Background: an optimization exercise with open tools, aiming at small area. Do not read the settings as production practice.
Where RTL was checked, it was by simulation tests only, not by an equivalence proof against the original.
Only the layout flow was run in runs 2 to 4; the RTL was not checked for function there.

## flow/flow/run.sh

```bash
#!/bin/bash
set -euo pipefail
cd "$(dirname "$0")/.."
export BUFFER_PORTS_ARGS="-buffer_cell sky130_fd_sc_hd__buf_1"
bash standard.sh > standard_flow.log 2>&1
```

## flow/standard.sh

```bash
#!/bin/bash
# synth_recipe.tcl (not shown) runs the flow's synth.tcl, then flattens the netlist and writes it again
# the make line also repeats each setting of config.mk as NAME=value (left out here)
make -C /OpenROAD-flow-scripts/flow DESIGN_CONFIG=/design/flow/config.mk WORK_HOME=/design/flow/orfs CLKGATE_MAP_FILE= SYNTH_SCRIPT=/design/flow/synth_recipe.tcl "${@:-finish}"
```

## flow/config.mk

```make
export PLATFORM = sky130hd
export DESIGN_NAME = dz_coarse_chain
export DESIGN_NICKNAME = dz_coarse_chain
export VERILOG_FILES = /design/flow/design.v
export SDC_FILE = /design/flow/constraint.sdc
export NUM_CORES = 4
export LEC_CHECK = 0
export CAP_MARGIN = 20
export CORE_MARGIN = 2
export CORE_UTILIZATION = 55
export CTS_CLUSTER_DIAMETER = 80
export CTS_CLUSTER_SIZE = 30
export SLEW_MARGIN = 20
```

## flow/constraint.sdc

```tcl
create_clock -name core_clock -period 14.0 [get_ports {clk}]
set_input_delay 2.8000 -clock core_clock [delete_from_list [all_inputs] [get_ports {clk}]]
set_output_delay 2.8000 -clock core_clock [all_outputs]
set_load 0.01 [all_outputs]
```

## flow/design.v

```verilog
module dz_round_sat (
    input  wire [48:0] v,
    input  wire [4:0]  sh,
    input  wire        w16,
    output wire [23:0] y,
    output wire        clamped
);
    wire        sgn = v[48];
    wire [49:0] u0 = {v, 1'b0};
    wire [39:0] u1 = sh[4] ? {{6{sgn}}, u0[49:16]} : u0[39:0];
    wire [31:0] u2 = sh[3] ? u1[39:8]        : u1[31:0];
    wire [27:0] u3 = sh[2] ? u2[31:4]        : u2[27:0];
    wire [25:0] u4 = sh[1] ? u3[27:2]        : u3[25:0];
    wire [24:0] u  = sh[0] ? u4[25:1]        : u4[24:0];
    wire [23:0] q  = u[24:1];
    wire        rb = u[0];
    reg  [31:0] po;
    reg  [63:0] se;
    integer j;
    always @* begin
        po[0] = 1'b0;
        for (j = 1; j < 32; j = j + 1)
            po[j] = po[j-1] | v[j-1];
        for (j = 63; j >= 0; j = j - 1)
            if (j >= 48)
                se[j] = 1'b1;
            else
                se[j] = se[j+1] & (v[j] == sgn);
    end
    wire        sticky = (sh == 5'd0) ? 1'b0 : po[sh - 5'd1];
    wire        inc    = rb & (sticky | q[0]);
    wire [23:0] r      = q + {23'd0, inc};
    wire hs24 = se[{1'b0, sh} + 6'd23];
    wire hs16 = se[{1'b0, sh} + 6'd15];
    wire ovf  = w16 ? (!hs16 || (!sgn && r[15])) : (!hs24 || (!sgn && r[23]));
    wire [23:0] sat24 = sgn ? 24'h800000 : 24'h7fffff;
    wire [23:0] sat16 = sgn ? 24'h008000 : 24'h007fff;
    assign clamped = ovf;
    assign y = !ovf ? r : (w16 ? sat16 : sat24);
endmodule
module dz_add #(
    parameter W  = 8,
    parameter WL = 8
) (
    input  wire [W-1:0] a,
    input  wire [W-1:0] b,
    input  wire         ci,
    output wire [W-1:0] s
);
    wire [WL:0] c;
    assign c[0] = ci;
    genvar i;
    generate
        for (i = 0; i < WL; i = i + 1) begin : lo
            assign s[i]   = a[i] ^ b[i] ^ c[i];
            assign c[i+1] = (a[i] & b[i]) | (c[i] & (a[i] ^ b[i]));
        end
        if (W > WL) begin : hi
            wire [W-WL:0] t = {a[W-1:WL], 1'b1} + {b[W-1:WL], c[WL]};
            assign s[W-1:WL] = t[W-WL:1];
        end
    endgenerate
endmodule
module dz_rca #(
    parameter W = 8
) (
    input  wire [W-1:0] a,
    input  wire [W-1:0] b,
    input  wire         ci,
    output wire [W-1:0] s,
    output wire         co
);
    wire [W:0] c;
    assign c[0] = ci;
    assign co   = c[W];
    genvar i;
    generate
        for (i = 0; i < W; i = i + 1) begin : r
            assign s[i]   = a[i] ^ b[i] ^ c[i];
            assign c[i+1] = (a[i] & b[i]) | (c[i] & (a[i] ^ b[i]));
        end
    endgenerate
endmodule
module dz_coarse_chain (
    input  wire        clk,
    input  wire        rst_n,
    input  wire        start,
    input  wire        stop,
    input  wire [2:0]  cfg_order,
    input  wire [6:0]  cfg_ratio_m1,
    input  wire [4:0]  cfg_taps_m1,
    input  wire [4:0]  cfg_sh_cic,
    input  wire [4:0]  cfg_sh_comp,
    input  wire [4:0]  cfg_sh_fast,
    input  wire        coef_we,
    input  wire [4:0]  coef_addr,
    input  wire [19:0] coef_data,
    input  wire        pdm_valid,
    input  wire        pdm_bit,
    output reg         running,
    output reg         cfg_err,
    output reg         out_valid,
    output wire [23:0] out_main,
    output wire [1:0]  out_main_sat,
    output wire [15:0] out_fast,
    output wire        out_fast_valid,
    output wire        out_fast_sat
);
    integer i;
    wire cfg_ok   = (cfg_order >= 3'd3) && (cfg_order <= 3'd5) && (cfg_ratio_m1 >= 7'd7);
    wire do_start = start && !running;
    wire go       = do_start && cfg_ok;
    wire accept   = pdm_valid && running && !stop;
    always @(posedge clk) begin
        if (!rst_n) begin
            running <= 1'b0;
            cfg_err <= 1'b0;
        end else if (do_start) begin
            running <= cfg_ok;
            cfg_err <= !cfg_ok;
        end else if (stop) begin
            running <= 1'b0;
        end
    end
    reg [4:0] cnt;      
    reg [2:0] ip;       
    always @(posedge clk) begin
        cnt <= cnt + 5'd1;
        if (!rst_n)
            ip <= 3'd0;
        else
            ip <= (ip >= 3'd4) ? 3'd0 : ip + 3'd1;
    end
    reg [6:0] bit_cnt;
    reg       pair_phase;
    reg       pend, pbit, pbnd, pwbnd;
    always @(posedge clk) begin
        if (!rst_n) begin
            bit_cnt    <= 7'd0;
            pair_phase <= 1'b0;
        end else if (go) begin
            bit_cnt    <= 7'd0;
            pair_phase <= 1'b0;
        end else if (accept) begin
            if (bit_cnt == cfg_ratio_m1) begin
                bit_cnt    <= 7'd0;
                pair_phase <= !pair_phase;
            end else begin
                bit_cnt <= bit_cnt + 7'd1;
            end
        end
    end
    reg [94:0]  irl;
    reg [89:0]  irh;
    wire [18:0] irl4 = irl[94:76];
    wire [18:0] irl0 = irl[18:0];
    wire [17:0] irh4 = irh[89:72];
    wire [17:0] irh0 = irh[17:0];
    reg sw, swb, swwb;      
    reg clrp, clr;          
    wire swk1    = (ip == 3'd0) && pend;
    wire swon    = swk1 || sw;
    wire clr_now = ((ip == 3'd0) && clrp) || clr;
    reg  swon_d, swk1_d, pbit_d, clr_d, icy;
    wire [18:0] iopl = !swon ? 19'd0 : (swk1 ? {19{~pbit}} : irl0);
    wire [18:0] isl;
    wire        icol;
    dz_rca #(.W(19)) u_iaddl (.a(clr_now ? 19'd0 : irl4), .b(iopl),
                              .ci(swk1 & pbit), .s(isl), .co(icol));
    wire [17:0] ioph = !swon_d ? 18'd0 : (swk1_d ? {18{~pbit_d}} : irh0);
    wire [17:0] ish;
    wire        icoh;
    dz_rca #(.W(18)) u_iaddh (.a(clr_d ? 18'd0 : irh4), .b(ioph),
                              .ci(icy), .s(ish), .co(icoh));
    always @(posedge clk) begin
        irl    <= {irl[75:0], isl};
        irh    <= {irh[71:0], ish};
        icy    <= icol;
        swon_d <= swon;
        swk1_d <= swk1;
        pbit_d <= pbit;
        clr_d  <= clr_now;
    end
    always @(posedge clk) begin
        if (!rst_n) begin
            pend <= 1'b0;
            sw   <= 1'b0;
            clrp <= 1'b0;
            clr  <= 1'b0;
        end else begin
            if (accept) begin
                pend  <= 1'b1;
                pbit  <= pdm_bit;
                pbnd  <= (bit_cnt == cfg_ratio_m1);
                pwbnd <= (bit_cnt == cfg_ratio_m1) && pair_phase;
            end else if (swk1) begin
                pend <= 1'b0;
            end
            if (swk1) begin
                sw   <= 1'b1;
                swb  <= pbnd;
                swwb <= pwbnd;
            end else if (ip >= 3'd4) begin
                sw <= 1'b0;
            end
            if (go)
                clrp <= 1'b1;
            else if (ip == 3'd0)
                clrp <= 1'b0;
            if ((ip == 3'd0) && clrp)
                clr <= 1'b1;
            else if (ip >= 3'd4)
                clr <= 1'b0;
        end
    end
    reg  [94:0] drl;
    reg  [89:0] drh;
    wire [18:0] drl4 = drl[94:76];
    wire [17:0] drh4 = drh[89:72];
    reg  [18:0] ccl;        
    reg  [17:0] cch;        
    reg  [2:0]  ck;         
    reg         cv;         
    reg         cstep_d, ck1_d, cfin_d, ccy;
    wire        cstep = (ck != 3'd0);
    wire [18:0] cal   = (ck == 3'd1) ? irl0 : ccl;
    wire [18:0] cdl;
    wire        ccol;
    dz_rca #(.W(19)) u_csubl (.a(cal), .b(~drl4), .ci(1'b1), .s(cdl), .co(ccol));
    wire [17:0] cah   = ck1_d ? irh0 : cch;
    wire [17:0] cdh;
    wire        ccoh;
    dz_rca #(.W(18)) u_csubh (.a(cah), .b(~drh4), .ci(ccy), .s(cdh), .co(ccoh));
    wire [36:0] cc    = {cch, ccl};
    always @(posedge clk) begin
        drl <= {drl[75:0], clr_now ? 19'd0 : (cstep ? cal : drl4)};
        drh <= {drh[71:0], clr_d ? 18'd0 : (cstep_d ? cah : drh4)};
        if (cstep)
            ccl <= cdl;
        if (cstep_d)
            cch <= cdh;
        ccy     <= ccol;
        cstep_d <= cstep;
        ck1_d   <= (ck == 3'd1);
    end
    reg  [17:0] fe1, fe2, fraw;
    reg         fp;         
    wire        fast_go = sw && (ip == 3'd2) && swwb;
    wire [17:0] fg  = irl0[17:0];
    wire [17:0] fd1, fd2;
    dz_add #(.W(18), .WL(18)) u_fsub1 (.a(fg), .b(~fe1), .ci(1'b1), .s(fd1));
    dz_add #(.W(18), .WL(18)) u_fsub2 (.a(fd1), .b(~fe2), .ci(1'b1), .s(fd2));
    always @(posedge clk) begin
        if (go) begin
            fe1 <= 18'd0;
            fe2 <= 18'd0;
        end else if (fast_go) begin
            fe1  <= fg;
            fe2  <= fd1;
        end
    end
    reg  [48:0] acc;
    reg  [23:0] xq;         
    reg         xq_v, xq_c, xq_odd;
    reg         xpar;       
    wire use_comp = out_valid;
    wire use_cic  = !out_valid && cv && !xq_v;
    wire use_fast = !out_valid && !use_cic && fp;
    wire [48:0] ru_v  = use_comp ? acc :
                        use_cic  ? {{12{cc[36]}}, cc} :
                                   {{31{fraw[17]}}, fraw};
    wire [4:0]  ru_sh = use_comp ? cfg_sh_comp : (use_cic ? cfg_sh_cic : cfg_sh_fast);
    wire        ru_w16 = !use_comp && !use_cic;
    wire [23:0] ru_y;
    wire        ru_c;
    dz_round_sat u_rs (
        .v       (ru_v),
        .sh      (ru_sh),
        .w16     (ru_w16),
        .y       (ru_y),
        .clamped (ru_c)
    );
    reg        fast_first;
    reg        fast_val_h;
    always @(posedge clk) begin
        if (fast_go)
            fraw <= fd2;
        else if (use_fast)
            fraw <= fast_first ? 18'd0 : {1'b0, ru_c, ru_y[15:0]};
    end
    always @(posedge clk) begin
        if (!rst_n) begin
            ck <= 3'd0;
            cv <= 1'b0;
            cfin_d <= 1'b0;
            fp <= 1'b0;
        end else begin
            if (cstep)
                ck <= (ck == cfg_order) ? 3'd0 : ck + 3'd1;
            else if (sw && swb && (ip == cfg_order - 3'd1))
                ck <= 3'd1;
            cfin_d <= cstep && (ck == cfg_order);
            if (cfin_d)
                cv <= 1'b1;
            else if (use_cic)
                cv <= 1'b0;
            if (fast_go)
                fp <= 1'b1;
            else if (use_fast)
                fp <= 1'b0;
        end
    end
    always @(posedge clk) begin
        if (!rst_n) begin
            fast_first <= 1'b1;
        end else if (go) begin
            fast_first <= 1'b1;
        end else if (use_fast) begin
            fast_first <= 1'b0;
        end
        if (use_fast)
            fast_val_h <= !fast_first;
    end
    reg  [639:0] cwf;
    wire [4:0]   wslot = cnt - coef_addr;
    reg  [639:0] cw_n;
    always @* begin
        for (i = 0; i < 32; i = i + 1)
            cw_n[20*i +: 20] = (coef_we && wslot == i) ?
                               ((i % 2 == 1) ? ~coef_data : coef_data) :
                               ~cwf[20*((i + 31) % 32) +: 20];
    end
    always @(posedge clk)
        cwf <= cw_n;
    reg  [767:0] xrf;
    reg  [23:0]  xe;
    reg          m33;           
    reg          xq_used;       
    reg          busy;          
    reg  [5:0]   pc;            
    wire [23:0]  xr31 = xrf[767:744];
    wire         f0   = (cnt == 5'd0);
    wire         ins_now = f0 && xq_v && (!xq_odd || xq_used) && !busy;
    wire [23:0]  xin  = ins_now ? xq : (m33 ? xe : xr31);
    always @(posedge clk) begin
        xrf <= {xrf[743:0], xin};
        xe  <= xr31;
    end
    wire       mstart = xq_v && xq_odd && !xq_used && !busy;
    wire       mac_on = mstart || busy;
    wire [5:0] pcur   = mstart ? 6'd0 : pc;
    reg       sat_e;
    reg [1:0] pair_sat;
    reg [3:0] nidx;             
    always @(posedge clk) begin
        if (!rst_n) begin
            m33       <= 1'b0;
            busy      <= 1'b0;
            xq_v      <= 1'b0;
            out_valid <= 1'b0;
        end else begin
            if (ins_now)
                m33 <= 1'b1;
            else if (cnt == 5'd31)
                m33 <= 1'b0;
            if (mac_on)
                busy <= (pcur != 6'd63);
            if (use_cic)
                xq_v <= 1'b1;
            else if (ins_now)
                xq_v <= 1'b0;
            out_valid <= mac_on && (pcur == 6'd63);
        end
    end
    always @(posedge clk) begin
        if (mac_on)
            pc <= pcur + 6'd1;
        if (go) begin
            xpar <= 1'b0;
            nidx <= 4'd0;
        end else begin
            if (use_cic)
                xpar <= !xpar;
            if (mac_on && (pcur == 6'd63) && (nidx != 4'd15))
                nidx <= nidx + 4'd1;
        end
        if (use_cic) begin
            xq      <= ru_y;
            xq_c    <= ru_c;
            xq_odd  <= xpar;
            xq_used <= 1'b0;
        end else if (mac_on && (pcur == 6'd63)) begin
            xq_used <= 1'b1;
        end
        if (mstart)
            pair_sat <= {1'b0, sat_e} + {1'b0, xq_c};
        if (ins_now && !xq_odd)
            sat_e <= xq_c;
    end
    wire [19:0] coef_nx = cwf[619:600];           
    wire [4:0]  k2     = cnt + 5'd2;
    reg         kval;
    always @(posedge clk)
        kval <= (k2 <= cfg_taps_m1) && (k2 <= {nidx, 1'b1});
    wire [23:0] xop    = (cnt == 5'd31) ? xq : xin;
    wire        pass2  = pcur[5];
    wire [10:0] bs  = !pass2 ? coef_nx[19:9] : {coef_nx[9:0], 1'b0};
    wire [25:0] xs1 = {{2{xop[23]}}, xop};
    wire [25:0] xs2 = {xop[23], xop, 1'b0};
    wire [25:0] brow [0:4];
    wire [4:0]  bneg;
    genvar m;
    generate
        for (m = 0; m < 5; m = m + 1) begin : bo
            wire one = kval & (bs[2*m+1] ^ bs[2*m]);
            wire two = kval & ((bs[2*m+2] & ~bs[2*m+1] & ~bs[2*m]) |
                               (~bs[2*m+2] & bs[2*m+1] & bs[2*m]));
            wire neg = kval & bs[2*m+2];
            assign bneg[m] = neg;
            assign brow[m] = (({26{one}} & xs1) | ({26{two}} & xs2)) ^ {26{neg}};
        end
    endgenerate
    localparam [48:0] KSX  = (49'd1 << 25) + (49'd1 << 27) + (49'd1 << 29) +
                             (49'd1 << 31) + (49'd1 << 33);
    localparam [48:0] AINI = -((KSX << 5) + (KSX >> 5));
    wire [48:0] nk = {40'd0, bneg[4], 1'b0, bneg[3], 1'b0, bneg[2], 1'b0,
                      bneg[1], 1'b0, bneg[0]};
    wire [48:0] q0 = {23'd0, ~brow[0][25], brow[0][24:0]};
    wire [48:0] q1 = {21'd0, ~brow[1][25], brow[1][24:0], 2'd0};
    wire [48:0] q2 = {19'd0, ~brow[2][25], brow[2][24:0], 4'd0};
    wire [48:0] q3 = {17'd0, ~brow[3][25], brow[3][24:0], 6'd0};
    wire [48:0] q4 = {15'd0, ~brow[4][25], brow[4][24:0], 8'd0};
    wire [48:0] abase = (pcur[4:0] != 5'd0) ? acc : (pass2 ? {acc[38:0], 10'd0} : AINI);
    wire [48:0] s1 = abase ^ q0 ^ q1;
    wire [48:0] c1 = {(abase & q0) | (abase & q1) | (q0 & q1), 1'b0};
    wire [48:0] s2 = q2 ^ q3 ^ q4;
    wire [48:0] c2 = {(q2 & q3) | (q2 & q4) | (q3 & q4), 1'b0};
    wire [48:0] s3 = s1 ^ c1 ^ s2;
    wire [48:0] c3 = {(s1 & c1) | (s1 & s2) | (c1 & s2), 1'b0};
    wire [48:0] s4 = s3 ^ c3 ^ c2;
    wire [48:0] c4 = {(s3 & c3) | (s3 & c2) | (c3 & c2), 1'b0};
    wire [48:0] s5 = s4 ^ c4 ^ nk;
    wire [48:0] c5 = {(s4 & c4) | (s4 & nk) | (c4 & nk), 1'b0};
    wire [48:0] asum;
    dz_add #(.W(49), .WL(12)) u_cpa (.a(s5), .b(c5), .ci(1'b0), .s(asum));
    always @(posedge clk)
        acc <= asum;
    assign out_main       = ru_y;
    assign out_main_sat   = pair_sat + {1'b0, ru_c};
    assign out_fast       = fraw[15:0];
    assign out_fast_valid = fast_val_h;
    assign out_fast_sat   = fraw[16];
endmodule
```

==> impl_results.md, run 1 <==
* Run status: complete, no violations
* Ys flop type: dfxtp_1
* Routed Antenna Nets at 0
* Pre-antenna DRT Iters at 5
* Post-synthesis area per instance at 11.4 um2
* Synthesized area at 0.0694 mm2
* Worst path slowest cell: a21oi_1
* Setup TNS at 0 ns
* Buffers & Inverters on Critical Path at 4
* Worst EP required at 11.20 ns
* Clock transition at path regs at 0.10 ns
* Adder-Cell Fraction of Synth Area at 8.33%
* Yosys warns at 2
* Setup ws final at 2.34 ns
* Resized cells post-CTS at 0
* Drt total wl at 160000 um
* Htree depth at 3
* Met2 Track Usage GR at 39.4%
* Clock sinks at 2031
* First-pass GRT wire length at 248000 um
* Max-Cap Viols at 0
* CTS Hold Bufs at 0
* Largest net degree at the start of global routing at 63
* Congestion Overflow GR at 0
* CP Class: in -> out
* CP top delay family: compound AO/OA/AOI/OAI gates
* CORE AREA at 0.125 mm2
* GR peak layer: met2
* Dpl cells at 7584
* DIE AREA at 0.129 mm2
* Largest family of logic cells by synthesized area: compound AO/OA/AOI/OAI gates
* Ys async rst share at 0%
* Worst Path Max Fanout at 28
* Layout cell share with drive strength beyond 1 at 5.36%
* Final worst path period share at 83.3%
* #FFs+latches synth at 2031
* Place WS at 2.51 ns
* CTS Root Buffer Type: clkbuf_16
* Final hold violation count at 0
* Worst setup SP type: input port
* Simple-gate portion of the synthesized area at 8.13%
* Post-route cell area at 0.0740 mm2
* I/O Buffers at 108
* Initial antenna violation count at 3
* Post-synthesis sequential area ratio at 59.9%
* Xor/xnor share of the synthesized area at 2.95%
* Post-synthesis mux area share at 6.47%
* Die Wd at 359 um
* Gr usage total at 24.8%
* Post-DP HPWL at 112000 um
* CTS Buffer Depth at 3
* Distinct cells, synth at 96
* CTS buffer count at 85
* Fin nets at 6417
* Initial Util at 55.4%
* Endpoint type of the worst setup path: output port
* Cell Chain, Critical Path: buf_1 > nand2_1 > o311a_2 > buf_4 > o21ai_1 > and3_1 > o32a_1 > o221ai_1 > nand2_1 > a21oi_1 > ha_1 > inv_1 > a2111oi_4 > o2111ai_2 > or3_1 > or3_1 > a21oi_1 > o211ai_1 > a21oi_1 > buf_1
* Max Clk Rate at 85.8 MHz
* Max stage delay on crit path at 0.73 ns
* Final Max Tran Viols at 0
* Mapped Cells at 6108
* Hold WC Path Type: reg -> reg
* Worst Skew at 0.0605 ns
* Unrepaired setup endpoints after global routing: no
* Number of flops mapped to enable cells by yosys at 96
* Synth Area in Compound Gates at 10.1%
* Global routing usage on met1 at 35.2%
* Min Tclk post-route at 11.66 ns
* Hold_ws at 0.296 ns
* Util after Layout at 59.0%
* Die H at 359 um
* Post-CTS setup buffer count at 0
* First DRT Iteration DRCs at 3521
* Via density at 5.43
* Mapped Nets at 6504
* DRC viols at 0
* Avg WL per Cell at 20.8 um
* CTS tree: yes
* Crit path DAT at 8.86 ns
* Met3 usage at 3.07%
* Clk latency of the worst-skew pair at 0.75 ns
* Vias in the first global route at 40700
* Via count at 41900
* Row Count at 130
* Placed instance area at 0.0713 mm2
* Top cell by count, worst path: a21oi_1
* Final std cells w/o fill at 7713
* Worst-margin pin slew at 1.11 ns
* Final setup vio count at 0
* Io pins at 109
* Synthesis-to-finish area growth at 6.55%
* Final GP Congestion at 0.958
* Slew HR at 25.8%
-- path summary, 6_finish.rpt --
check	startpoint	to	slack, ns	cells past startpoint
worst max-delay path	cfg_sh_comp[2]	out_main[10]	2.34	20
worst max register to register	cnt[1]$_DFF_P_	acc[47]$_DFF_P_	2.59	43
worst min register to register	xrf[417]$_DFF_P_	xrf[441]$_DFF_P_	0.30	0
worst min-delay path	xrf[417]$_DFF_P_	xrf[441]$_DFF_P_	0.30	0
-- synthesized netlist by cell type (55+ instances only) --
master / instances / area [um2]
dfxtp_1: 1935 / 38700
nor2_1: 560 / 2100
a21oi_1: 485 / 2430
mux2i_1: 407 / 4070
inv_1: 324 / 1220
nand2_1: 294 / 1100
clkbuf_1: 253 / 950
fa_1: 214 / 4280
xor2_1: 137 / 1200
a22oi_1: 123 / 923
o21ai_0: 122 / 611
ha_1: 120 / 1500
xnor2_1: 97 / 850
edfxtp_1: 96 / 2880
nand3_1: 81 / 405
buf_1: 72 / 270
a211oi_1: 55 / 413
-- flip-flops by register name, summed over array words and instances, names as in the netlist, 19 cells and up --
| signal | flops |
|---|---|
| irh | 90 |
| xq | 24 |
| irl | 95 |
| acc | 49 |
| cwf | 640 |
| drh | 90 |
| ccl | 19 |
| xrf | 768 |
| xe | 24 |
| drl | 95 |
-- placed cells by master (no fill, tap or decap), types with 30 or more instances in the layout --
cell type and instances:
nand2b_1 42, and3_1 45, clkbuf_16 85, dfxtp_1 1932
nand2_1 294, a22oi_1 123, and2_1 49, buf_4 101
xnor2_1 97, mux2i_1 407, o211ai_1 46, edfxtp_1 96
ha_1 120, nor2b_1 35, a211oi_1 55, nor2_1 543
fa_1 214, xor2_1 137, o21ai_0 119, inv_1 323
a21oi_1 485, nand3_1 79, o21a_1 36, mux2_2 34
buf_1 108, a31oi_1 34, nor3_1 30
-- layout make-up --
cell class | instances | area (um2)
diodes | 3 | 7.51
clock buffers | 100 | 2200
clock inverters | 26 | 463
fillers | 10400 | 51400
inverters | 327 | 1230
multi-input cells | 3366 | 25200
flip-flops and latches | 2031 | 41600
well taps | 1650 | 2060
repair buffers | 210 | 1170
-- routing by layer --
layer	routed length (um)	share of wire [%]	up-vias
met5	0	0	-
met4	5420	3.4	0
met3	7350	4.6	268
met2	72500	45	1064
met1	74800	47	20400
li1	-	-	20200
-- cells by family after synthesis --
kind of cell | count (synthesis)
muxes | 443
DFF | 2031
and+or+nand+nor | 1244
adders and majority gates | 334
AOI/OAI and AO/OA | 1111
buffers and inverters | 711
xor gates and xnor gates | 234
==> inputs of run 2 (changes only) <==
--- a/flow/design.v
+++ b/flow/design.v
@@ -62,24 +62,4 @@
     endgenerate
 endmodule
-module dz_rca #(
-    parameter W = 8
-) (
-    input  wire [W-1:0] a,
-    input  wire [W-1:0] b,
-    input  wire         ci,
-    output wire [W-1:0] s,
-    output wire         co
-);
-    wire [W:0] c;
-    assign c[0] = ci;
-    assign co   = c[W];
-    genvar i;
-    generate
-        for (i = 0; i < W; i = i + 1) begin : r
-            assign s[i]   = a[i] ^ b[i] ^ c[i];
-            assign c[i+1] = (a[i] & b[i]) | (c[i] & (a[i] ^ b[i]));
-        end
-    endgenerate
-endmodule
 module dz_coarse_chain (
     input  wire        clk,
@@ -151,10 +131,7 @@
         end
     end
-    reg [94:0]  irl;
-    reg [89:0]  irh;
-    wire [18:0] irl4 = irl[94:76];
-    wire [18:0] irl0 = irl[18:0];
-    wire [17:0] irh4 = irh[89:72];
-    wire [17:0] irh0 = irh[17:0];
+    reg [184:0] irf;
+    wire [36:0] ir4 = irf[184:148];
+    wire [36:0] ir0 = irf[36:0];
     reg sw, swb, swwb;      
     reg clrp, clr;          
@@ -162,23 +139,11 @@
     wire swon    = swk1 || sw;
     wire clr_now = ((ip == 3'd0) && clrp) || clr;
-    reg  swon_d, swk1_d, pbit_d, clr_d, icy;
-    wire [18:0] iopl = !swon ? 19'd0 : (swk1 ? {19{~pbit}} : irl0);
-    wire [18:0] isl;
-    wire        icol;
-    dz_rca #(.W(19)) u_iaddl (.a(clr_now ? 19'd0 : irl4), .b(iopl),
-                              .ci(swk1 & pbit), .s(isl), .co(icol));
-    wire [17:0] ioph = !swon_d ? 18'd0 : (swk1_d ? {18{~pbit_d}} : irh0);
-    wire [17:0] ish;
-    wire        icoh;
-    dz_rca #(.W(18)) u_iaddh (.a(clr_d ? 18'd0 : irh4), .b(ioph),
-                              .ci(icy), .s(ish), .co(icoh));
-    always @(posedge clk) begin
-        irl    <= {irl[75:0], isl};
-        irh    <= {irh[71:0], ish};
-        icy    <= icol;
-        swon_d <= swon;
-        swk1_d <= swk1;
-        pbit_d <= pbit;
-        clr_d  <= clr_now;
+    wire [36:0] ir4m = clr_now ? 37'd0 : ir4;
+    wire [36:0] iop  = !swon ? 37'd0 : (swk1 ? {37{~pbit}} : ir0);
+    wire        icin = swk1 & pbit;
+    wire [36:0] isum;
+    dz_add #(.W(37), .WL(19)) u_iadd (.a(ir4m), .b(iop), .ci(icin), .s(isum));
+    always @(posedge clk) begin
+        irf <= {irf[147:0], isum};
     end
     always @(posedge clk) begin
@@ -214,38 +179,23 @@
         end
     end
-    reg  [94:0] drl;
-    reg  [89:0] drh;
-    wire [18:0] drl4 = drl[94:76];
-    wire [17:0] drh4 = drh[89:72];
-    reg  [18:0] ccl;        
-    reg  [17:0] cch;        
+    reg [184:0] drf;
+    wire [36:0] dr4 = drf[184:148];
+    reg  [36:0] cc;         
     reg  [2:0]  ck;         
     reg         cv;         
-    reg         cstep_d, ck1_d, cfin_d, ccy;
     wire        cstep = (ck != 3'd0);
-    wire [18:0] cal   = (ck == 3'd1) ? irl0 : ccl;
-    wire [18:0] cdl;
-    wire        ccol;
-    dz_rca #(.W(19)) u_csubl (.a(cal), .b(~drl4), .ci(1'b1), .s(cdl), .co(ccol));
-    wire [17:0] cah   = ck1_d ? irh0 : cch;
-    wire [17:0] cdh;
-    wire        ccoh;
-    dz_rca #(.W(18)) u_csubh (.a(cah), .b(~drh4), .ci(ccy), .s(cdh), .co(ccoh));
-    wire [36:0] cc    = {cch, ccl};
+    wire [36:0] ca    = (ck == 3'd1) ? ir0 : cc;
+    wire [36:0] cdif;
+    dz_add #(.W(37), .WL(19)) u_csub (.a(ca), .b(~dr4), .ci(1'b1), .s(cdif));
+    wire [36:0] dnew  = clr_now ? 37'd0 : (cstep ? ca : dr4);
     always @(posedge clk) begin
-        drl <= {drl[75:0], clr_now ? 19'd0 : (cstep ? cal : drl4)};
-        drh <= {drh[71:0], clr_d ? 18'd0 : (cstep_d ? cah : drh4)};
+        drf <= {drf[147:0], dnew};
         if (cstep)
-            ccl <= cdl;
-        if (cstep_d)
-            cch <= cdh;
-        ccy     <= ccol;
-        cstep_d <= cstep;
-        ck1_d   <= (ck == 3'd1);
+            cc <= cdif;
     end
     reg  [17:0] fe1, fe2, fraw;
     reg         fp;         
     wire        fast_go = sw && (ip == 3'd2) && swwb;
-    wire [17:0] fg  = irl0[17:0];
+    wire [17:0] fg  = ir0[17:0];
     wire [17:0] fd1, fd2;
     dz_add #(.W(18), .WL(18)) u_fsub1 (.a(fg), .b(~fe1), .ci(1'b1), .s(fd1));
@@ -258,4 +208,5 @@
             fe1  <= fg;
             fe2  <= fd1;
+            fraw <= fd2;
         end
     end
@@ -282,16 +233,10 @@
     );
     reg        fast_first;
-    reg        fast_val_h;
-    always @(posedge clk) begin
-        if (fast_go)
-            fraw <= fd2;
-        else if (use_fast)
-            fraw <= fast_first ? 18'd0 : {1'b0, ru_c, ru_y[15:0]};
-    end
+    reg [15:0] fast_hold;
+    reg        fast_val_h, fast_sat_h;
     always @(posedge clk) begin
         if (!rst_n) begin
             ck <= 3'd0;
             cv <= 1'b0;
-            cfin_d <= 1'b0;
             fp <= 1'b0;
         end else begin
@@ -300,6 +245,5 @@
             else if (sw && swb && (ip == cfg_order - 3'd1))
                 ck <= 3'd1;
-            cfin_d <= cstep && (ck == cfg_order);
-            if (cfin_d)
+            if (cstep && (ck == cfg_order))
                 cv <= 1'b1;
             else if (use_cic)
@@ -319,6 +263,9 @@
             fast_first <= 1'b0;
         end
-        if (use_fast)
+        if (use_fast) begin
+            fast_hold  <= fast_first ? 16'd0 : ru_y[15:0];
+            fast_sat_h <= fast_first ? 1'b0 : ru_c;
             fast_val_h <= !fast_first;
+        end
     end
     reg  [639:0] cwf;
@@ -421,9 +368,8 @@
         end
     endgenerate
-    localparam [48:0] KSX  = (49'd1 << 25) + (49'd1 << 27) + (49'd1 << 29) +
-                             (49'd1 << 31) + (49'd1 << 33);
-    localparam [48:0] AINI = -((KSX << 5) + (KSX >> 5));
-    wire [48:0] nk = {40'd0, bneg[4], 1'b0, bneg[3], 1'b0, bneg[2], 1'b0,
-                      bneg[1], 1'b0, bneg[0]};
+    localparam [48:0] KSX = -(49'd1 << 25) - (49'd1 << 27) - (49'd1 << 29) -
+                            (49'd1 << 31) - (49'd1 << 33);
+    wire [48:0] nk = KSX | {40'd0, bneg[4], 1'b0, bneg[3], 1'b0, bneg[2], 1'b0,
+                            bneg[1], 1'b0, bneg[0]};
     wire [48:0] q0 = {23'd0, ~brow[0][25], brow[0][24:0]};
     wire [48:0] q1 = {21'd0, ~brow[1][25], brow[1][24:0], 2'd0};
@@ -431,5 +377,5 @@
     wire [48:0] q3 = {17'd0, ~brow[3][25], brow[3][24:0], 6'd0};
     wire [48:0] q4 = {15'd0, ~brow[4][25], brow[4][24:0], 8'd0};
-    wire [48:0] abase = (pcur[4:0] != 5'd0) ? acc : (pass2 ? {acc[38:0], 10'd0} : AINI);
+    wire [48:0] abase = (pcur[4:0] != 5'd0) ? acc : (pass2 ? {acc[38:0], 10'd0} : 49'd0);
     wire [48:0] s1 = abase ^ q0 ^ q1;
     wire [48:0] c1 = {(abase & q0) | (abase & q1) | (q0 & q1), 1'b0};
@@ -444,10 +390,12 @@
     wire [48:0] asum;
     dz_add #(.W(49), .WL(12)) u_cpa (.a(s5), .b(c5), .ci(1'b0), .s(asum));
-    always @(posedge clk)
-        acc <= asum;
+    always @(posedge clk) begin
+        if (mac_on)
+            acc <= asum;
+    end
     assign out_main       = ru_y;
     assign out_main_sat   = pair_sat + {1'b0, ru_c};
-    assign out_fast       = fraw[15:0];
+    assign out_fast       = fast_hold;
     assign out_fast_valid = fast_val_h;
-    assign out_fast_sat   = fraw[16];
+    assign out_fast_sat   = fast_sat_h;
 endmodule
==> flow/run.sh (new file) <==
#!/bin/bash
# synth_recipe.tcl (not shown) runs the flow's synth.tcl, then flattens the netlist and writes it again
# the make line also repeats each setting of config.mk as NAME=value (left out here)
make -C /OpenROAD-flow-scripts/flow DESIGN_CONFIG=/design/flow/config.mk WORK_HOME=/design/flow/orfs CLKGATE_MAP_FILE= SYNTH_SCRIPT=/design/flow/synth_recipe.tcl finish
--- a/flow/config.mk
+++ b/flow/config.mk
@@ -8,6 +8,4 @@
 export CAP_MARGIN = 20
 export CORE_MARGIN = 2
-export CORE_UTILIZATION = 55
-export CTS_CLUSTER_DIAMETER = 80
-export CTS_CLUSTER_SIZE = 30
+export CORE_UTILIZATION = 40
 export SLEW_MARGIN = 20
removed: flow/flow/run.sh
removed: flow/standard.sh
==> run 2 against run 1 <==
Against the previous run:
- first-iteration DRC count decreased by 7.5%
- core utilization shrank 13 points
- maximum frequency shrank 7.0%
- wire length up 4.0%
- cell count rose by 16%
- clock skew up 0.051 ns
- sequential cell count rose by 8
- worst setup slack got worse by 0.88 ns
==> impl_results.md, run 2 <==
* Run status: complete, no violations
* Yosys warns at 2 (unchanged)
* Ys async rst share at 0% (unchanged)
* Top-count cell post-synth: dfxtp_1
* Die H at 428 um (+19%)
* Resized cells post-CTS at 0 (unchanged)
* Htree depth at 4 (+1)
* Mapped Nets at 6816 (+4.8%)
* Distinct cells, synth at 96 (unchanged)
* First DRT Iteration DRCs at 3256 (-7.5%)
* CTS Root Buffer Type: clkbuf_16
* Top cell by count, worst path: fa_1
* Routed Antenna Nets at 0 (unchanged)
* Clk latency of the worst-skew pair at 0.88 ns (+0.13 ns)
* Commonest non-fill, non-tap cell in the layout: dfxtp_1
* CTS tree: yes
* Post-synth top area share at 52.4% (-3.4 points)
* Leading area contributor after synthesis: dfxtp_1
* Io pins at 109 (unchanged)
* Clock transition at path regs at 0.06 ns (-0.04 ns)
* I/O Buffers at 108 (unchanged)
* Final Max Tran Viols at 0 (unchanged)
* Post-CTS setup buffer count at 0 (unchanged)
* Avg WL per Cell at 18.6 um (-11%)
* Drt total wl at 167000 um (+4.0%)
* WP depth at 40 (+100%)
* R2r worst-path depth at 40 (-7.0%)
* Slew HR at 22.8% (-3.0 points)
* Number of flops mapped to enable cells by yosys at 162 (+69%)
* Synthesis-to-finish area growth at 14.8%
* Buffers & Inverters on Critical Path at 4 (unchanged)
* Hold Crit Depth at 0 (unchanged)
* Worst path slowest cell: fa_1
* Hold WC Path Type: reg -> reg
* Largest regs: xrf: 768 flops, cwf: 640 flops
* Pre-antenna DRT Iters at 6 (+1)
* Final GP Congestion at 0.922 (-3.7%)
* Worst-margin pin slew at 1.14 ns (+0.0377 ns)
* Min Tclk post-route at 12.54 ns (+0.878 ns)
* Row Count at 155 (+19%)
* Max Clk Rate at 79.8 MHz (-7.0%)
* CP top delay family: adder cells
* #FFs+latches synth at 2039 (+0.39%)
* CORE AREA at 0.178 mm2 (+42%)
* Final hold violation count at 0 (unchanged)
* Worst setup SP type: flop
* CTS buffer count at 195 (+130%)
* Gr usage total at 18.2% (-6.5 points)
* CTS Buffer Depth at 3 (unchanged)
* Vias in the first global route at 44400 (+9.1%)
* DIE AREA at 0.183 mm2 (+42%)
* Via count at 44700 (+6.7%)
* Post-synthesis sequential area ratio at 59.1% (-0.80 points)
* Ys flop type: dfxtp_1
* Post-DP HPWL at 113000 um (+1.0%)
* Die Wd at 428 um (+19%)
* Commonest cells after routing, fill and taps aside: 1876 x dfxtp_1, 602 x nor2_1, 502 x a21oi_1
* Post-synthesis area per instance at 11.2 um2 (-1.5%)
* First-pass GRT wire length at 261000 um (+5.1%)
* Unrepaired setup endpoints after global routing: no
* Crit path DAT at 13.24 ns (+4.38 ns)
* Number of flip-flops in the largest register at 768 (unchanged)
* Max-Cap Viols at 0 (unchanged)
* Max stage delay on crit path at 0.49 ns (-0.24 ns)
* Via density at 4.98 (-8.2%)
* Layout cell share with drive strength beyond 1 at 8.98% (+3.6 points)
* Synth cell count leaders: 1877 x dfxtp_1, 619 x nor2_1, 503 x a21oi_1
* Initial antenna violation count at 1 (-2)
* CTS Hold Bufs at 0 (unchanged)
* Setup TNS at 0 ns (unchanged)
* Antenna diode count at 0 (-3)
* Worst Path Max Fanout at 38 (+36%)
* Final setup vio count at 0 (unchanged)
* Initial Util at 40.2% (-15 points)
* Worst EP required at 14.70 ns (+3.50 ns)
* Final worst path period share at 89.5% (+6.3 points)
* Synthesized area at 0.0718 mm2 (+3.3%)
* Top reg by flops: xrf
* Endpoint type of the worst setup path: flop
* Fin nets at 6854 (+6.8%)
* Largest net degree at the start of global routing at 76 (+21%)
* Ranking of synthesized cells by area: dfxtp_1 52%, edfxtp_1 6.8%, mux2i_1 5.4%
* CP Class: reg -> reg
* Worst Skew at 0.112 ns (+0.0511 ns)
* Clock sinks at 2039 (+0.39%)
* Congestion Overflow GR at 0 (unchanged)
* DRC viols at 0 (unchanged)
* Mapped Cells at 6406 (+4.9%)
[run 2: worst paths after layout]
path                                       start               end  slack [ns]
worst max register to register  ip[0]$_SDFF_PP0_   irf[36]$_DFF_P_        1.46
worst min register to register  xrf[172]$_DFF_P_  xrf[196]$_DFF_P_        0.27
worst max-delay path            ip[0]$_SDFF_PP0_   irf[36]$_DFF_P_        1.46
worst min-delay path            xrf[172]$_DFF_P_  xrf[196]$_DFF_P_        0.27
[run 2: layout make-up]
cell class / instances / area (um2)
well taps: 2355 / 2950
clock inverters: 99 / 1520
repair buffers: 212 / 1870
inverters: 361 / 1360
flip-flops and latches: 2039 / 42400
fillers: 16300 / 96000
multi-input cells: 3635 / 26600
clock buffers: 266 / 5690
[run 2: worst reg2reg max path, delay by kind of cell, from the launching register on]
family | cells | cell delay, ns
xor gates and xnor gates | 1 | 0.12
adders and majority gates | 21 | 8.51
AOI/OAI and AO/OA | 8 | 1.76
and+or+nand+nor | 6 | 1.20
buffers and inverters | 4 | 0.50
DFF | 1 | 0.39
[run 2: per-layer routing]
| layer | wire length (um) | track usage [%] | up-vias |
|---|---|---|---|
| met4 | 5650 | 6.92 | 0 |
| met2 | 74400 | 28.3 | 1060 |
| met5 | 0 | 0 | - |
| met1 | 78900 | 25.6 | 21600 |
| met3 | 7580 | 2.79 | 281 |
| li1 | - | - | 21700 |
[run 2: kinds of logic (layout without fill, tap and decap cells)]
group	count (synthesis)	after routing	synth area share, %
adder cells (fa/ha/maj)	348	348	7.97
flip-flops	2039	2039	59.1
multiplexers	458	458	6.51
buffers and inverters	732	938	4.05
AND/OR/NAND/NOR	1387	1387	8.79
XOR/XNOR	260	260	3.17
AO/OA/AOI/OAI	1182	1182	10.4
[run 2: through the flow]
step	instance area, um2	utilization [%]	std cells	setup WS (ns)	hold slack [ns]
finish	82400	46.2	8967	1.46	0.266
global route	82400	46.2	8967	0.668	0.258
detailed placement	75200	42.1	8602	1.34	0.312
CTS	82400	46.2	8967	1.34	0.255
floorplan	71800	-	6406	2.25	0.310
global placement	75200	42.1	8602	1.49	0.310
==> inputs of run 3 (changes only) <==
--- a/flow/design.v
+++ b/flow/design.v
@@ -6,13 +6,8 @@
     output wire        clamped
 );
-    wire        sgn = v[48];
-    wire [49:0] u0 = {v, 1'b0};
-    wire [39:0] u1 = sh[4] ? {{6{sgn}}, u0[49:16]} : u0[39:0];
-    wire [31:0] u2 = sh[3] ? u1[39:8]        : u1[31:0];
-    wire [27:0] u3 = sh[2] ? u2[31:4]        : u2[27:0];
-    wire [25:0] u4 = sh[1] ? u3[27:2]        : u3[25:0];
-    wire [24:0] u  = sh[0] ? u4[25:1]        : u4[24:0];
+    wire [49:0] u  = $signed({v, 1'b0}) >>> sh;
     wire [23:0] q  = u[24:1];
     wire        rb = u[0];
+    wire        sgn = v[48];
     reg  [31:0] po;
     reg  [63:0] se;
@@ -39,27 +34,4 @@
     assign y = !ovf ? r : (w16 ? sat16 : sat24);
 endmodule
-module dz_add #(
-    parameter W  = 8,
-    parameter WL = 8
-) (
-    input  wire [W-1:0] a,
-    input  wire [W-1:0] b,
-    input  wire         ci,
-    output wire [W-1:0] s
-);
-    wire [WL:0] c;
-    assign c[0] = ci;
-    genvar i;
-    generate
-        for (i = 0; i < WL; i = i + 1) begin : lo
-            assign s[i]   = a[i] ^ b[i] ^ c[i];
-            assign c[i+1] = (a[i] & b[i]) | (c[i] & (a[i] ^ b[i]));
-        end
-        if (W > WL) begin : hi
-            wire [W-WL:0] t = {a[W-1:WL], 1'b1} + {b[W-1:WL], c[WL]};
-            assign s[W-1:WL] = t[W-WL:1];
-        end
-    endgenerate
-endmodule
 module dz_coarse_chain (
     input  wire        clk,
@@ -142,8 +114,7 @@
     wire [36:0] iop  = !swon ? 37'd0 : (swk1 ? {37{~pbit}} : ir0);
     wire        icin = swk1 & pbit;
-    wire [36:0] isum;
-    dz_add #(.W(37), .WL(19)) u_iadd (.a(ir4m), .b(iop), .ci(icin), .s(isum));
+    wire [37:0] isum = {ir4m, 1'b1} + {iop, icin};
     always @(posedge clk) begin
-        irf <= {irf[147:0], isum};
+        irf <= {irf[147:0], isum[37:1]};
     end
     always @(posedge clk) begin
@@ -186,6 +157,5 @@
     wire        cstep = (ck != 3'd0);
     wire [36:0] ca    = (ck == 3'd1) ? ir0 : cc;
-    wire [36:0] cdif;
-    dz_add #(.W(37), .WL(19)) u_csub (.a(ca), .b(~dr4), .ci(1'b1), .s(cdif));
+    wire [36:0] cdif  = ca - dr4;
     wire [36:0] dnew  = clr_now ? 37'd0 : (cstep ? ca : dr4);
     always @(posedge clk) begin
@@ -198,7 +168,6 @@
     wire        fast_go = sw && (ip == 3'd2) && swwb;
     wire [17:0] fg  = ir0[17:0];
-    wire [17:0] fd1, fd2;
-    dz_add #(.W(18), .WL(18)) u_fsub1 (.a(fg), .b(~fe1), .ci(1'b1), .s(fd1));
-    dz_add #(.W(18), .WL(18)) u_fsub2 (.a(fd1), .b(~fe2), .ci(1'b1), .s(fd2));
+    wire [17:0] fd1 = fg - fe1;
+    wire [17:0] fd2 = fd1 - fe2;
     always @(posedge clk) begin
         if (go) begin
@@ -346,51 +315,15 @@
     end
     wire [19:0] coef_nx = cwf[619:600];           
-    wire [4:0]  k2     = cnt + 5'd2;
-    reg         kval;
-    always @(posedge clk)
-        kval <= (k2 <= cfg_taps_m1) && (k2 <= {nidx, 1'b1});
+    wire [4:0]  k      = cnt + 5'd1;
+    wire        kval   = (k <= cfg_taps_m1) && (k <= {nidx, 1'b1});
     wire [23:0] xop    = (cnt == 5'd31) ? xq : xin;
     wire        pass2  = pcur[5];
-    wire [10:0] bs  = !pass2 ? coef_nx[19:9] : {coef_nx[9:0], 1'b0};
-    wire [25:0] xs1 = {{2{xop[23]}}, xop};
-    wire [25:0] xs2 = {xop[23], xop, 1'b0};
-    wire [25:0] brow [0:4];
-    wire [4:0]  bneg;
-    genvar m;
-    generate
-        for (m = 0; m < 5; m = m + 1) begin : bo
-            wire one = kval & (bs[2*m+1] ^ bs[2*m]);
-            wire two = kval & ((bs[2*m+2] & ~bs[2*m+1] & ~bs[2*m]) |
-                               (~bs[2*m+2] & bs[2*m+1] & bs[2*m]));
-            wire neg = kval & bs[2*m+2];
-            assign bneg[m] = neg;
-            assign brow[m] = (({26{one}} & xs1) | ({26{two}} & xs2)) ^ {26{neg}};
-        end
-    endgenerate
-    localparam [48:0] KSX = -(49'd1 << 25) - (49'd1 << 27) - (49'd1 << 29) -
-                            (49'd1 << 31) - (49'd1 << 33);
-    wire [48:0] nk = KSX | {40'd0, bneg[4], 1'b0, bneg[3], 1'b0, bneg[2], 1'b0,
-                            bneg[1], 1'b0, bneg[0]};
-    wire [48:0] q0 = {23'd0, ~brow[0][25], brow[0][24:0]};
-    wire [48:0] q1 = {21'd0, ~brow[1][25], brow[1][24:0], 2'd0};
-    wire [48:0] q2 = {19'd0, ~brow[2][25], brow[2][24:0], 4'd0};
-    wire [48:0] q3 = {17'd0, ~brow[3][25], brow[3][24:0], 6'd0};
-    wire [48:0] q4 = {15'd0, ~brow[4][25], brow[4][24:0], 8'd0};
+    wire [10:0] dg   = !pass2 ? {coef_nx[19], coef_nx[19:10]} : {1'b0, coef_nx[9:0]};
+    wire [10:0] dgm  = kval ? dg : 11'd0;
+    wire signed [34:0] pp = $signed(xop) * $signed(dgm);
     wire [48:0] abase = (pcur[4:0] != 5'd0) ? acc : (pass2 ? {acc[38:0], 10'd0} : 49'd0);
-    wire [48:0] s1 = abase ^ q0 ^ q1;
-    wire [48:0] c1 = {(abase & q0) | (abase & q1) | (q0 & q1), 1'b0};
-    wire [48:0] s2 = q2 ^ q3 ^ q4;
-    wire [48:0] c2 = {(q2 & q3) | (q2 & q4) | (q3 & q4), 1'b0};
-    wire [48:0] s3 = s1 ^ c1 ^ s2;
-    wire [48:0] c3 = {(s1 & c1) | (s1 & s2) | (c1 & s2), 1'b0};
-    wire [48:0] s4 = s3 ^ c3 ^ c2;
-    wire [48:0] c4 = {(s3 & c3) | (s3 & c2) | (c3 & c2), 1'b0};
-    wire [48:0] s5 = s4 ^ c4 ^ nk;
-    wire [48:0] c5 = {(s4 & c4) | (s4 & nk) | (c4 & nk), 1'b0};
-    wire [48:0] asum;
-    dz_add #(.W(49), .WL(12)) u_cpa (.a(s5), .b(c5), .ci(1'b0), .s(asum));
     always @(posedge clk) begin
         if (mac_on)
-            acc <= asum;
+            acc <= abase + {{14{pp[34]}}, pp};
     end
     assign out_main       = ru_y;
--- a/flow/config.mk
+++ b/flow/config.mk
@@ -6,6 +6,9 @@
 export NUM_CORES = 4
 export LEC_CHECK = 0
+export ABC_AREA = 1
 export CAP_MARGIN = 20
 export CORE_MARGIN = 2
 export CORE_UTILIZATION = 40
+export CTS_BUF_LIST = sky130_fd_sc_hd__clkbuf_4 sky130_fd_sc_hd__clkbuf_8
+export CTS_CLUSTER_SIZE = 30
 export SLEW_MARGIN = 20
==> run 3 against run 2 <==
Against the previous run:
- cell count increased by 25%
- critical endpoint is now acc[46]$_DFFE_PN_
- register-to-register slack better by 1.5 ns
- maximum frequency is 2.9% higher
==> impl_results.md, run 3 <==
* Min Tclk post-route at 12.19 ns (-0.349 ns)
* CTS Hold Bufs at 0 (unchanged)
* CTS buffer count at 334 (+71%)
* Pre-antenna DRT Iters at 6 (unchanged)
* Top sig layer: met5
* Final setup vio count at 0 (unchanged)
* Resized cells post-CTS at 0 (unchanged)
* Synthesis-to-finish area growth at 14.0%
* Vias in the first global route at 54000 (+22%)
* Clock sinks at 2038 (-0.049%)
* Post-CTS setup buffer count at 0 (unchanged)
* Layout cell share with drive strength beyond 1 at 8.77% (-0.21 points)
* Final hold violation count at 0 (unchanged)
* Mapped Cells at 8256 (+29%)
* CORE AREA at 0.190 mm2 (+6.7%)
* CTS Buffer Depth at 4 (+1)
* Metal2 WL at 88200 um (+19%)
* Synthesized area at 0.0767 mm2 (+6.8%)
* CP Class: in -> reg
* Post-route cell area at 0.0874 mm2 (+6.0%)
* Leading area contributor after synthesis: dfxtp_1
* Unrepaired setup endpoints after global routing: no
* Final GP Congestion at 0.923 (+0.13%)
* Ys async rst share at 0% (unchanged)
* DR WL met3 at 9100 um (+20%)
* Routed Antenna Nets at 0 (unchanged)
* Post-synthesis area per instance at 9.29 um2 (-17%)
* Worst setup SP type: input port
* First-pass GRT wire length at 303000 um (+16%)
* Final worst path period share at 87.0% (-2.5 points)
* Max Clk Rate at 82.1 MHz (+2.9%)
* Fill cell count at 18100 (+11%)
* Die Wd at 442 um (+3.3%)
* Post-synth top area share at 49.0% (-3.4 points)
* Worst Skew at 0.123 ns (+0.0112 ns)
* DRC viols at 0 (unchanged)
* Die H at 442 um (+3.3%)
* I/O Buffers at 108 (unchanged)
* Max stage delay on crit path at 0.56 ns (+0.07 ns)
* Wl on met1 at 87300 um (+11%)
* Number of flip-flops in the largest register at 768 (unchanged)
* Crit path DAT at 13.02 ns (-0.22 ns)
* Synth cell count leaders: 1876 x dfxtp_1, 1165 x nand2_1, 1119 x nor2_1
* Largest net degree at the start of global routing at 89 (+17%)
* Top-count cell post-synth: dfxtp_1
* Top reg by flops: xrf
* Fin nets at 8986 (+31%)
* Largest regs: xrf: 768 flops, cwf: 640 flops
* Final std cells w/o fill at 11200 (+25%)
* Ranking of synthesized cells by area: dfxtp_1 49%, edfxtp_1 6.3%, a21oi_1 6.3%
* Dpl cells at 10600 (+23%)
* Initial antenna violation count at 5 (+4)
* Run status: complete, no violations
* Worst Path Max Fanout at 23 (-39%)
* Endpoint type of the worst setup path: flop
* Clock transition at path regs at 0.06 ns (about the same)
* Gr usage total at 19.5% (+1.3 points)
* Clk latency of the worst-skew pair at 1.07 ns (+0.19 ns)
* Worst EP required at 14.84 ns (+0.14 ns)
* Final Max Tran Viols at 0 (unchanged)
* Worst-margin pin slew at 1.08 ns (-0.0597 ns)
* Congestion Overflow GR at 0 (unchanged)
* DIE AREA at 0.195 mm2 (+6.8%)
* CTS tree: yes
* Hold WC Path Type: reg -> reg
* Via density at 4.82 (-3.2%)
* Yosys warns at 2 (unchanged)
* Avg WL per Cell at 17.1 um (-7.9%)
* Via count at 53900 (+21%)
* Buffers & Inverters on Critical Path at 9 (+5)
* Ys flop type: dfxtp_1
* Max-Cap Viols at 0 (unchanged)
* Top cell by count, worst path: nand2_1
* Mapped Nets at 8816 (+29%)
* Commonest cells after routing, fill and taps aside: 1874 x dfxtp_1, 1152 x nand2_1, 1115 x nor2_1
* Slew HR at 27.3% (+4.5 points)
* First DRT Iteration DRCs at 3935 (+21%)
* Row Count at 160 (+3.2%)
* Number of flops mapped to enable cells by yosys at 162 (unchanged)
* Htree depth at 5 (+1)
* Worst path slowest cell: fa_1
* CTS Root Buffer Type: clkbuf_8
* Commonest non-fill, non-tap cell in the layout: dfxtp_1
* CP top delay family: adder cells
* Drt total wl at 191000 um (+15%)
* Post-DP HPWL at 136000 um (+20%)
* Distinct cells, synth at 61 (-36%)
* Setup TNS at 0 ns (unchanged)
* Initial Util at 40.3% (+0.048 points)
* Post-synthesis sequential area ratio at 55.3% (-3.8 points)
* Io pins at 109 (unchanged)
* #FFs+latches synth at 2038 (-0.049%)
* Placed instance area at 0.0801 mm2 (+6.5%)
==> run 3: kinds of logic (layout without fill, tap and decap cells) <==
kind of cell             count (synthesis)  in the layout  synth area share (%)
AO/OA/AOI/OAI                         1434           1434                  10.0
XOR/XNOR                               242            242                  2.76
adder cells (fa/ha/maj)                498            498                  10.5
buffers and inverters                 1194           1603                  6.05
flip-flops                            2038           2038                  55.3
multiplexers                            13             13                 0.170
other                                    0              2                     0
AND/OR/NAND/NOR                       2837           2837                  15.2
==> run 3: final cells by class <==
type	instances	area (um2)	area share [%]
flip-flops and latches	2038	42400	48.5
multi-input cells	5024	29700	34.0
clock buffers	503	6360	7.28
well taps	2511	3140	3.60
inverters	834	3130	3.59
repair buffers	194	1730	1.98
clock inverters	72	901	1.03
diodes	2	5.00	0.00573
==> run 3: path summary, 6_finish.rpt <==
| path | from | to | slack, ns | depth (start not counted) |
|---|---|---|---|---|
| worst max-delay path | cfg_taps_m1[4] | acc[46]$_DFFE_PN_ | 1.81 | 48 |
| worst min-delay path | xrf[47]$_DFF_P_ | xrf[71]$_DFF_P_ | 0.25 | 0 |
| worst max register to register | cnt[1]$_DFF_P_ | acc[46]$_DFFE_PN_ | 2.98 | 50 |
| worst min register to register | xrf[47]$_DFF_P_ | xrf[71]$_DFF_P_ | 0.25 | 0 |
==> run 3: layer usage <==
metal,GRT usage [%],vias up
met5,0,-
met4,7.85,2
met3,3.25,380
met2,31.7,1275
met1,25.8,25400
li1,-,26900
==> run 3: metrics by stage <==
stage	setup WS, ns	hold slack (ns)	utilization, %
after floorplan	2.70	0.310	-
after global placement	0.896	0.310	42.1
after detailed placement	0.706	0.312	42.1
after CTS	1.84	0.243	45.9
after global routing	0.778	0.261	45.9
final	1.81	0.252	45.9
==> run 3: worst reg2reg max path, delay by kind of cell (launching register included) <==
family / cells / cell delay [ns]
XOR/XNOR: 1 / 0.22
adder cells (fa/ha/maj): 10 / 3.98
AO/OA/AOI/OAI: 15 / 3.25
flip-flops: 1 / 0.42
AND/OR/NAND/NOR: 17 / 2.14
buffers and inverters: 7 / 0.81
==> inputs of run 4 (changes only) <==
--- a/flow/config.mk
+++ b/flow/config.mk
@@ -6,9 +6,6 @@
 export NUM_CORES = 4
 export LEC_CHECK = 0
-export ABC_AREA = 1
 export CAP_MARGIN = 20
 export CORE_MARGIN = 2
 export CORE_UTILIZATION = 40
-export CTS_BUF_LIST = sky130_fd_sc_hd__clkbuf_4 sky130_fd_sc_hd__clkbuf_8
-export CTS_CLUSTER_SIZE = 30
 export SLEW_MARGIN = 20
==> run 4 against run 3 <==
Against the previous run:
- still clean on timing, DRC and antenna
- wire length is 5.8% lower
- clock skew shrank 0.055 ns
- count of clock-buffer cells in the layout is 217 lower
- area after synthesis fell by 0.38%
- cell count fell by 11%
- maximum frequency is 2.8% lower
- largest cell class unchanged
==> impl_results.md, run 4 <==
* Hold_ws at 0.288 ns (+0.0357 ns)
* First-pass GRT wire length at 283000 um (-6.7%)
* Worst Skew at 0.0674 ns (-0.0555 ns)
* Unrepaired setup endpoints after global routing: no
* Post-synthesis sequential area ratio at 55.5% (+0.21 points)
* Ranking of synthesized cells by area: dfxtp_1 49%, edfxtp_1 6.4%, fa_1 6.3%
* Initial antenna violation count at 13 (+8)
* DIE AREA at 0.194 mm2 (-0.38%)
* Top reg by flops: xrf
* Ys async rst share at 0% (unchanged)
* Final std cells w/o fill at 9922 (-11%)
* Drt total wl at 180000 um (-5.8%)
* Final GP Congestion at 0.926 (+0.28%)
* Max Clk Rate at 79.7 MHz (-2.8%)
* Worst Path Max Fanout at 20 (-13%)
* Crit path DAT at 13.12 ns (+0.10 ns)
* Mapped Nets at 7700 (-13%)
* Layout cell share with drive strength beyond 1 at 7.99% (-0.78 points)
* Final hold violation count at 0 (unchanged)
* CTS buffer count at 195 (-42%)
* Row Count at 160 (unchanged)
* Routed Antenna Nets at 0 (unchanged)
* Clock transition at path regs at 0.06 ns (about the same)
* Reg area at 0.0424 mm2 (about the same)
* Leading area contributor after synthesis: dfxtp_1
* Io pins at 109 (unchanged)
* Worst EP required at 14.58 ns (-0.26 ns)
* DRC viols at 0 (unchanged)
* CTS Buffer Depth at 3 (-1)
* Via density at 4.93 (+2.2%)
* Htree depth at 4 (-1)
* Worst path slowest cell: fa_1
* Worst-margin pin slew at 1.02 ns (-0.0585 ns)
* Avg WL per Cell at 18.2 um (+6.2%)
* Min Tclk post-route at 12.54 ns (+0.354 ns)
* Largest net degree at the start of global routing at 90 (+1.1%)
* Hold WC Path Type: reg -> reg
* Resized cells post-CTS at 0 (unchanged)
* Final worst path period share at 89.6% (+2.5 points)
* Mapped Cells at 7140 (-14%)
* Largest regs: xrf: 768 flops, cwf: 640 flops
* Vias in the first global route at 48800 (-9.5%)
* Congestion Overflow GR at 0 (unchanged)
* #FFs+latches synth at 2038 (unchanged)
* Distinct cells, synth at 95 (+56%)
* Synth cell count leaders: 1876 x dfxtp_1, 768 x nor2_1, 572 x a21oi_1
* Yosys warns at 2 (unchanged)
* Top-count cell post-synth: dfxtp_1
* Via count at 48900 (-9.3%)
* Commonest cells after routing, fill and taps aside: 1875 x dfxtp_1, 750 x nor2_1, 569 x a21oi_1
* I/O Buffers at 108 (unchanged)
* Post-synthesis area per instance at 10.7 um2 (+15%)
* Die Wd at 441 um (-0.19%)
* Clock sinks at 2038 (unchanged)
* Setup TNS at 0 ns (unchanged)
* Fin nets at 7799 (-13%)
* Number of flops mapped to enable cells by yosys at 162 (unchanged)
* Ys flop type: dfxtp_1
* Max stage delay on crit path at 0.55 ns (about the same)
* CP Class: in -> reg
* Synthesis-to-finish area growth at 14.2%
* Run status: complete, no violations
* CTS Root Buffer Type: clkbuf_16
* Endpoint type of the worst setup path: flop
* Gr usage total at 18.5% (-1.0 points)
* Dpl cells at 9553 (-9.9%)
* First DRT Iteration DRCs at 2936 (-25%)
* Multi-input logic area at 0.0310 mm2 (+4.3%)
* Synthesized area at 0.0764 mm2 (-0.38%)
* Max-Cap Viols at 0 (unchanged)
* Buffers & Inverters on Critical Path at 7 (-2)
* Die H at 441 um (-0.19%)
* Final setup vio count at 0 (unchanged)
* Initial Util at 40.2% (-0.068 points)
* Post-CTS setup buffer count at 0 (unchanged)
* Fill cell count at 17500 (-3.1%)
* Pre-antenna DRT Iters at 5 (-1)
* Final Max Tran Viols at 0 (unchanged)
* Clk latency of the worst-skew pair at 0.84 ns (-0.23 ns)
* Slew HR at 31.0% (+3.7 points)
* CORE AREA at 0.190 mm2 (-0.21%)
* CTS tree: yes
* CP top delay family: compound AO/OA/AOI/OAI gates
* CTS Hold Bufs at 0 (unchanged)
* Number of flip-flops in the largest register at 768 (unchanged)
* Worst setup SP type: input port
* Post-DP HPWL at 128000 um (-5.9%)
* Post-synth top area share at 49.2% (+0.19 points)
* Commonest non-fill, non-tap cell in the layout: dfxtp_1
## run 4: path summary, 6_finish.rpt
| check | from | cells past startpoint | endpoint | slack [ns] |
|---|---|---|---|---|
| hold / removal | drf[61]$_DFF_P_ | 0 | drf[98]$_DFF_P_ | 0.29 |
| hold reg to reg | drf[61]$_DFF_P_ | 0 | drf[98]$_DFF_P_ | 0.29 |
| setup / recovery | cfg_taps_m1[1] | 45 | acc[45]$_DFFE_PN_ | 1.46 |
| setup reg to reg | cnt[0]$_DFF_P_ | 41 | acc[45]$_DFFE_PN_ | 2.45 |
## run 4: routing by layer
metal	part of all wire (%)	up-vias	track usage (%)
li1	-	24100	-
met1	48	23600	25.6
met2	46	919	29.6
met3	4.0	274	2.79
met4	2.7	2	6.01
met5	0.0072	-	0
## run 4: cell type report
class                      instances  area share, %
sequential                      2038           48.6
timing repair buffer             254           2.54
multi-input combinational       4300           35.5
antenna                            6         0.0172
clock buffer                     286           6.68
inverter                         450           1.94
tap                             2511           3.60
clock inverter                    77           1.09
## run 4: metrics by stage
stage | cell area, um2 | util (%) | setup slack [ns]
5_1_grt | 87200 | 45.9 | 0.702
2_1_floorplan | 76400 | - | 1.75
3_5_place_dp | 80500 | 42.3 | 0.703
4_1_cts | 87200 | 45.9 | 1.58
6_report | 87300 | 45.9 | 1.46
3_3_place_gp | 80400 | 42.3 | 0.696
## run 4: cells by family (layout without fill, tap and decap cells)
logic type      count (synthesis)  after routing  share of synthesized area (%)
mux                           475            475                           6.37
other cells                     0              6                              0
buf+inv                       802           1067                           4.10
compound gates               1277           1277                           10.1
flops                        2038           2038                           55.5
simple gates                 1804           1804                           10.5
fa+ha+maj                     498            498                           10.5
xor+xnor                      246            246                           2.82

## what the ideal ports hide
How much do the figures lean on ideal ports? The routed layouts below were timed once more, with nothing changed but the port constraints. Step 1: set_driving_cell puts a clkbuf_16 on clk and a buf_2 on each other input, an assumption about the parent block. Step 2 adds t to the input delays and takes it off the output delays; t is the mean of the earliest and latest rising clock arrival at the registers after step 1. Input paths then give back, and output paths get back, about the clock's delay inside the block. a / b / c = no drivers / after step 1 / after step 2; a / b = the first two.
run	t (ns)	setup slack, ns	hold slack, ns	slew at the worst register clock pin (ns)	cell pins on the clock port's net
run 1	0.802	2.342 / 2.322 / 2.322	0.296 / 0.296 / 0.296	0.11 / 0.11	1
run 2	0.909	1.464 / 1.464 / 1.464	0.266 / 0.266 / 0.266	0.09 / 0.09	1
run 3	1.089	1.813 / 1.867 / 0.778	0.252 / 0.252 / 0.252	0.07 / 0.07	1
run 4	0.891	1.460 / 1.464 / 0.625	0.288 / 0.288 / 0.288	0.08 / 0.08	1
After both steps every run listed still meets setup and hold. For run 3, which loses most, drivers alone change the setup slack by +0.054 ns; drivers and shift together by -1.035 ns.
